From an optimization exercise on the open Yosys and OpenROAD flow, aimed at small area; shortcuts taken in it are not production practice. Only simulation tests tie the RTL to the original design; equivalence was not proved. Power and IR drop assume default switching activity.

==> exp/garnet: inputs <==
// sird_rx
module sird_rx (
    input  wire        clk,
    input  wire        rst,           
    input  wire        in_valid,
    input  wire [9:0]  in_code,       
    output wire        mk_valid,
    output wire        mk_capt,       
    output wire        mk_ok,
    output wire [7:0]  mk_num,
    output wire        hdr_valid,
    output wire        hdr_ok,
    output wire [1:0]  hdr_mode,
    output wire        hdr_latch,
    output wire [1:0]  hdr_rdiv,
    output wire [9:0]  hdr_mf,
    output wire [7:0]  hdr_quota,
    output wire [7:0]  hdr_cmd_len,
    output wire [7:0]  hdr_cycle,
    output wire        cmd_valid,
    output wire        cmd_ok,
    output wire        body_valid,
    output wire [7:0]  body_data,
    output wire        seg_valid,
    output wire        seg_ok,
    output wire        seg_bad,       
    output wire [7:0]  seg_pos,
    output wire [7:0]  seg_nstat,
    output wire [10:0] seg_len,
    output wire        seg_fmt_ok,    
    output wire [5:0]  seg_nsb,       
    output wire [4:0]  seg_kinds,     
    output wire        pi_valid,
    output wire [4:0]  pi_pos,
    output wire [23:0] pi_sample,
    output wire [7:0]  pi_cnt,
    output wire        trn_valid,
    output wire [5:0]  trn_nseg,
    output wire        trn_abort,
    output wire        trn_trunc,
    output wire        trn_stray,
    output wire        trn_hdr_bad,
    output reg  [15:0] code_errs,
    output reg  [15:0] crc_errs,
    output reg  [15:0] trains_lost
);
clock: 10.0 ns
lec_check: 0
cap_margin: 20
core_margin: 2
core_utilization: 60
cts_buf_list: sky130_fd_sc_hd__clkbuf_8
cts_cluster_diameter: 60
slew_margin: 20
standard.sh (not shown) runs the stock make flow with config.mk's settings and CLKGATE_MAP_FILE= SYNTH_SCRIPT=/design/flow/synth_recipe.tcl, a recipe that flattens the netlist after the stock synthesis.
==> flow/flow/run.sh <==
#!/bin/bash
# Own layout flow: the standard layout (standard.sh) with two changes:
#  - synthesis is the standard flow's own synth_recipe.tcl, except that ABC maps the
#    logic with an area-oriented script (flow/area.abc) in place of ORFS's
#    speed script; the registers are left as the standard synthesis makes them;
#  - each port gets the smallest buffer, buf_1, in place of the default one.
# make's full output goes to make_finish.log here; ORFS keeps each step's
# log under orfs/logs.
set -euo pipefail
W=$(pwd)
bash standard.sh "SYNTH_SCRIPT=$W/flow/my_synth.tcl" \
    "BUFFER_PORTS_ARGS=-buffer_cell sky130_fd_sc_hd__buf_1" finish > make_finish.log 2>&1
==> flow/flow/area.abc <==
strash
&get -n
&deepsyn -T 60
&dch
&nf -p -R 1000
&put
==> flow/flow/my_synth.tcl <==
# synth_recipe.tcl, with the main ABC mapping run on flow/area.abc
set my_dir [file dirname [file normalize [info script]]]
proc abc {args} {
  global my_dir
  set i [lsearch -exact $args -script]
  if { $i >= 0 && [string match *abc_speed.script [lindex $args [expr { $i + 1 }]]] } {
    set args [lreplace $args [expr { $i + 1 }] [expr { $i + 1 }] $my_dir/area.abc]
  }
  yosys abc {*}$args
}
source [file join $my_dir .. synth_recipe.tcl]
==> inputs of exp/maple, as changes to exp/garnet <==
--- a/flow/design.v
+++ b/flow/design.v
@@ -144,21 +144,17 @@
     output wire        trn_trunc,
     output wire        trn_stray,
     output wire        trn_hdr_bad,
     output reg  [15:0] code_errs,
     output reg  [15:0] crc_errs,
     output reg  [15:0] trains_lost
 );
-    reg        v;               
-    reg  [9:0] code_r;
+    wire       v      = in_valid && !rst;
+    wire [9:0] code_r = in_code;
     reg        rd;              
-    always @(posedge clk) begin
-        v      <= in_valid && !rst;
-        code_r <= in_code;
-    end
     wire       dat, sot, eot, sos, syn, cap, idl, rd_nx;
     wire [7:0] byte_;           
     sird_dec u_dec (
         .code   (code_r),
         .rd_in  (rd),
         .dat    (dat),
         .data   (byte_),
==> flow/flow/run.sh (replaced) <==
#!/bin/bash
# Own layout flow: the standard layout (standard.sh) with these changes:
#  - synthesis is the standard flow's own synth_recipe.tcl, except that ABC maps the
#    logic with an area-oriented script (flow/area.abc) in place of ORFS's
#    speed script, and adders are left to ABC rather than mapped to half
#    and full adder cells first; the registers are left as the standard
#    synthesis makes them;
#  - each port gets the smallest buffer, buf_1, in place of the default one;
#  - clock tree synthesis clusters the registers in larger groups, each
#    driven by one clkbuf_8, and adds no dummy loads to the tree.
# make's full output goes to make_finish.log here; ORFS keeps each step's
# log under orfs/logs.
set -euo pipefail
W=$(pwd)
bash standard.sh "SYNTH_SCRIPT=$W/flow/my_synth.tcl" "ADDER_MAP_FILE=" \
    "BUFFER_PORTS_ARGS=-buffer_cell sky130_fd_sc_hd__buf_1" \
    "CTS_ARGS=-sink_clustering_enable -repair_clock_nets -dont_use_dummy_load -sink_buffer_max_cap_derate 0.3 -sink_clustering_size 12 -sink_clustering_max_diameter 150 -buf_list sky130_fd_sc_hd__clkbuf_8" \
    finish > make_finish.log 2>&1
Settings changed: CORE_UTILIZATION 60 to 70.
==> inputs of exp/yarrow, as changes to exp/garnet <==
--- a/flow/design.v
+++ b/flow/design.v
@@ -144,21 +144,17 @@
     output wire        trn_trunc,
     output wire        trn_stray,
     output wire        trn_hdr_bad,
     output reg  [15:0] code_errs,
     output reg  [15:0] crc_errs,
     output reg  [15:0] trains_lost
 );
-    reg        v;               
-    reg  [9:0] code_r;
+    wire       v      = in_valid && !rst;
+    wire [9:0] code_r = in_code;
     reg        rd;              
-    always @(posedge clk) begin
-        v      <= in_valid && !rst;
-        code_r <= in_code;
-    end
     wire       dat, sot, eot, sos, syn, cap, idl, rd_nx;
     wire [7:0] byte_;           
     sird_dec u_dec (
         .code   (code_r),
         .rd_in  (rd),
         .dat    (dat),
         .data   (byte_),
@@ -206,16 +202,15 @@
                      B_DEAD = 3'd5;
     reg [2:0]  state;
     reg [10:0] cnt;             
     reg        ub;              
     reg [7:0]  d1, d2;          
     reg [15:0] crc;             
     reg        lok;             
-    reg [7:0]  h3, h4, h5, h6;
-    reg [4:0]  h7;
+    reg [7:0]  p0, p1, p2, p3;
     reg [7:0]  spos, snstat;
     reg [5:0]  nseg;            
     reg        stray;
     reg [2:0]  bst;
     reg [7:0]  brem;            
     reg [5:0]  nsb;
     reg [4:0]  kinds;
@@ -226,30 +221,35 @@
     wire in_gap = (state == S_GAP);
     wire shift    = fa && unit && (in_hdr || in_cmd || in_seg);
     wire [15:0] crc_next = crc_byte(crc, d2);
     wire crc_eq   = (crc_next == {byte_, d1});
     wire lastgood = !ub && !bad;
     wire [10:0] cnt_inc = cnt + 11'd1;
     wire hdr_end  = fa && unit && in_hdr && (cnt[2:0] == 3'd7);
-    wire len_ok   = (h3 == 8'd0) || (h3 >= 8'd6 && h3 <= 8'd70);
+    wire len_ok   = (p3 == 8'd0) || (p3 >= 8'd6 && p3 <= 8'd70);
     wire hok      = lastgood && crc_eq && len_ok;
-    wire cmd_end  = fa && unit && in_cmd && (cnt_inc[6:0] == h3[6:0]);
+    wire cmd_end  = fa && unit && in_cmd && (cnt_inc[6:0] == p3[6:0]);
     wire seg_long = (cnt[10:2] != 9'd0);
     wire close    = fa && in_seg && (sos || is_end);
     wire sgood    = seg_long && !ub && lok;
     wire pstep    = fa && unit && in_seg && seg_long;    
     wire uclr     = (fa && (sot || sos)) || hdr_end;     
     wire tend     = fa && is_end && (state != S_OUT);
     wire trunc    = in_hdr || in_cmd || (state == S_SKT);
     wire hbad     = (state == S_SKH);
     wire crc_fail = ((hdr_end || cmd_end) && lastgood && !crc_eq) ||
                     (close && seg_long && !ub && !lok);
     wire kind_ok  = (d2[7:4] == 4'd0) && (d2[3:0] != 4'd0) && (d2[3:0] <= 4'd5);
-    wire chsh     = (fa && unit && in_hdr && (cnt[2:0] != 3'd7)) ||
-                    (pstep && bst == B_DCAP);
+    wire hdr_b    = fa && unit && in_hdr;
+    wire pi_b     = pstep && (bst == B_DCAP);
+    wire wp0      = (hdr_b && cnt[2:0] == 3'd2) || (pi_b && brem[2:0] == 3'd4);
+    wire wp1      = (hdr_b && cnt[2:0] == 3'd3) || (pi_b && brem[2:0] == 3'd3);
+    wire wp0b2    =  hdr_b && cnt[2:0] == 3'd4;
+    wire wp2      = (hdr_b && cnt[2:0] == 3'd5) || (pi_b && brem[2:0] == 3'd2);
+    wire wp3      = (hdr_b && cnt[2:0] == 3'd6) || (pi_b && brem[2:0] == 3'd1);
     always @(posedge clk) begin
         if (rst) begin
             rd    <= 1'b0;
             mst   <= 3'd0;
             state <= S_OUT;
         end else if (v) begin
             rd <= rd_nx;
@@ -265,19 +265,19 @@
                 else if (is_end)
                     state <= S_OUT;
                 else case (state)
                     S_HDR:
                         if (!unit)
                             state <= S_SKT;
                         else if (cnt[2:0] == 3'd7)
-                            state <= !hok ? S_SKH : (h3 == 8'd0) ? S_GAP : S_CMD;
+                            state <= !hok ? S_SKH : (p3 == 8'd0) ? S_GAP : S_CMD;
                     S_CMD:
                         if (!unit)
                             state <= S_SKT;
-                        else if (cnt_inc[6:0] == h3[6:0])
+                        else if (cnt_inc[6:0] == p3[6:0])
                             state <= S_GAP;
                     S_GAP:
                         if (sos)
                             state <= S_SEG;
                     default: ;
                 endcase
             end
@@ -299,21 +299,24 @@
             cnt <= 11'd0;
         else if (shift && cnt != 11'h7FF)
             cnt <= cnt_inc;
         if (uclr)
             ub <= 1'b0;
         else if (shift && bad)
             ub <= 1'b1;
-        if (chsh) begin
-            h3 <= d2;
-            h4 <= h3;
-            h5 <= h4;
-            h6 <= h5;
-            h7 <= h6[4:0];
-        end
+        if (wp0)
+            p0 <= d2;
+        else if (wp0b2)
+            p0[6:5] <= d2[1:0];
+        if (wp1)
+            p1 <= d2;
+        if (wp2)
+            p2 <= d2;
+        if (wp3)
+            p3 <= d2;
         if (uclr) begin
             spos   <= 8'h00;
             snstat <= 8'h00;
         end else if (shift && cnt == 11'd0)
             spos   <= byte_;
         else if (shift && cnt == 11'd1)
             snstat <= byte_;
@@ -377,20 +380,20 @@
     end
     assign mk_valid    = v && mst[1];
     assign mk_capt     = mst[0];
     assign mk_ok       = !mst[2] && dat && (byte_ == ~mk_p1);
     assign mk_num      = mk_p1;
     assign hdr_valid   = hdr_end;
     assign hdr_ok      = hok;
-    assign hdr_mode    = h7[1:0];
-    assign hdr_latch   = h7[2];
-    assign hdr_rdiv    = h7[4:3];
-    assign hdr_mf      = {h5[1:0], h6};
-    assign hdr_quota   = h4;
-    assign hdr_cmd_len = h3;
+    assign hdr_mode    = p0[1:0];
+    assign hdr_latch   = p0[2];
+    assign hdr_rdiv    = p0[4:3];
+    assign hdr_mf      = {p0[6:5], p1};
+    assign hdr_quota   = p2;
+    assign hdr_cmd_len = p3;
     assign hdr_cycle   = d2;
     assign cmd_valid   = cmd_end;
     assign cmd_ok      = lastgood && crc_eq;
     assign body_valid  = pstep;
     assign body_data   = d2;
     assign seg_valid   = close;
     assign seg_ok      = sgood;
@@ -399,16 +402,16 @@
     assign seg_nstat   = snstat;
     assign seg_len     = cnt;
     assign seg_fmt_ok  = (bst == B_KIND);
     assign seg_nsb     = nsb;
     assign seg_kinds   = kinds;
     assign pi_valid    = close && sgood && (bst == B_KIND) && pi_have;
     assign pi_pos      = spos[4:0];
-    assign pi_sample   = {h4, h5, h6};
-    assign pi_cnt      = h3;
+    assign pi_sample   = {p2, p1, p0};
+    assign pi_cnt      = p3;
     assign trn_valid   = tend;
     assign trn_nseg    = nseg;
     assign trn_abort   = !eot;
     assign trn_trunc   = trunc;
     assign trn_stray   = stray;
     assign trn_hdr_bad = hbad;
 endmodule
==> flow/flow/run.sh (replaced) <==
#!/bin/bash
# Own layout flow: the standard layout (standard.sh) with these changes:
#  - synthesis is the standard flow's own synth_recipe.tcl, except that ABC maps the
#    logic with an area-oriented script (flow/area.abc) in place of ORFS's
#    speed script, and adders are left to ABC rather than mapped to half
#    and full adder cells first; the registers are left as the standard
#    synthesis makes them;
#  - each port gets the smallest buffer, buf_1, in place of the default one;
#  - clock tree synthesis clusters the registers in larger groups, each
#    driven by one clkbuf_8, and adds no dummy loads to the tree.
# make's full output goes to make_finish.log here; ORFS keeps each step's
# log under orfs/logs.
set -euo pipefail
W=$(pwd)
bash standard.sh "SYNTH_SCRIPT=$W/flow/my_synth.tcl" "ADDER_MAP_FILE=" \
    "BUFFER_PORTS_ARGS=-buffer_cell sky130_fd_sc_hd__buf_1" \
    "CTS_ARGS=-sink_clustering_enable -repair_clock_nets -dont_use_dummy_load -sink_buffer_max_cap_derate 0.3 -sink_clustering_size 12 -sink_clustering_max_diameter 150 -buf_list sky130_fd_sc_hd__clkbuf_8" \
    finish > make_finish.log 2>&1
==> results.txt <==
LOGIC SYNTHESIS
--------------------------------------------------------
Multiplexer share of the synthesized area .      0.00246

HOLD PATH
--------------------------------------------------------
Capture endpoint of the worst hold path ...        h6[4]

DIE
--------------------------------------------------------
Horizontal die dimension ..................       115 um

POWER AND IR DROP
--------------------------------------------------------
Clock distribution power ..................       381 uW
Comb pwr share ............................        0.246

FINAL LAYOUT
--------------------------------------------------------
Finished Layout Cells .....................         1239

STATUS
--------------------------------------------------------
Run status ................................ finished clean

Source of the figures above: exp/maple

==> results.txt <==
HOLD PATH
--------------------------------------------------------
Hold depth ................................            2
Capture endpoint of the worst hold path ...     kinds[3]

POWER AND IR DROP
--------------------------------------------------------
Comb pwr share ............................        0.117
Clock distribution power ..................       377 uW

LOGIC SYNTHESIS
--------------------------------------------------------
Multiplexer share of the synthesized area .      0.00505
Instance count of the mapped netlist ......          941

DIE
--------------------------------------------------------
Horizontal die dimension ..................       124 um

STATUS
--------------------------------------------------------
Run status ................................ finished clean

DETAILED ROUTING
--------------------------------------------------------
Via density per instance ..................         5.71

FINAL LAYOUT
--------------------------------------------------------
Finished Layout Cells .....................         1315

Source of the figures above: exp/yarrow

==> results.txt <==
STATUS
-------------------------------------------------------------------------
Run status ................................................. finished clean

POWER AND IR DROP
-------------------------------------------------------------------------
Design internal power ......................................      1400 uW

DIE
-------------------------------------------------------------------------
Horizontal die dimension ...................................       132 um

LOGIC SYNTHESIS
-------------------------------------------------------------------------
Sequential cell area fraction in the yosys report ..........        0.499
Multiplexer share of the synthesized area ..................      0.00422

HOLD PATH
-------------------------------------------------------------------------
Capture endpoint of the worst hold path ....................        h6[2]

FINAL LAYOUT
-------------------------------------------------------------------------
Finished Layout Cells ......................................         1473
Share of final layout cell area taken by non-clock buffers .       0.0744

STA
-------------------------------------------------------------------------
Least-Margin Pin Slew ......................................     0.994 ns
Shortest clock period the worst path allows after layout ...      8.41 ns

SETUP PATH
-------------------------------------------------------------------------
Total stage count of the critical path .....................           23
CP top delay family ........................................ compound AO/OA/AOI/OAI gates

DETAILED ROUTING
-------------------------------------------------------------------------
Wire length on met1 ........................................      10.5 mm

Source of the figures above: exp/garnet

what the ideal ports hide:
How much do the figures lean on ideal ports? The routed layouts below were timed once more, with nothing changed but the port constraints. Step 1 (the two cells are an assumption about what drives the block):
set clk [get_ports {clk}]
set_driving_cell -lib_cell sky130_fd_sc_hd__clkbuf_16 $clk
set_driving_cell -lib_cell sky130_fd_sc_hd__buf_2 [delete_from_list [all_inputs] $clk]
Step 2 also shifts input and output timing later by t, the mid clock arrival at the registers, as if the neighbouring blocks saw the same clock. a / b / c = ideal / step 1 / step 2; a / b = the first two.
run	shift t [ns]	slack for setup (ns)	hold WS [ns]	clock arrival spread, ns	cell pins on the clock port's net
exp/garnet	0.542	1.594 / 1.553 / 2.047	0.451 / 0.451 / 0.451	0.023 / 0.023	1
exp/maple	0.481	0.964 / 0.940 / 0.940	0.458 / 0.458 / 0.458	0.025 / 0.025	1
exp/yarrow	0.495	1.615 / 1.591 / 1.591	0.458 / 0.458 / 0.458	0.037 / 0.036	1
After both steps every run listed still meets setup and hold.
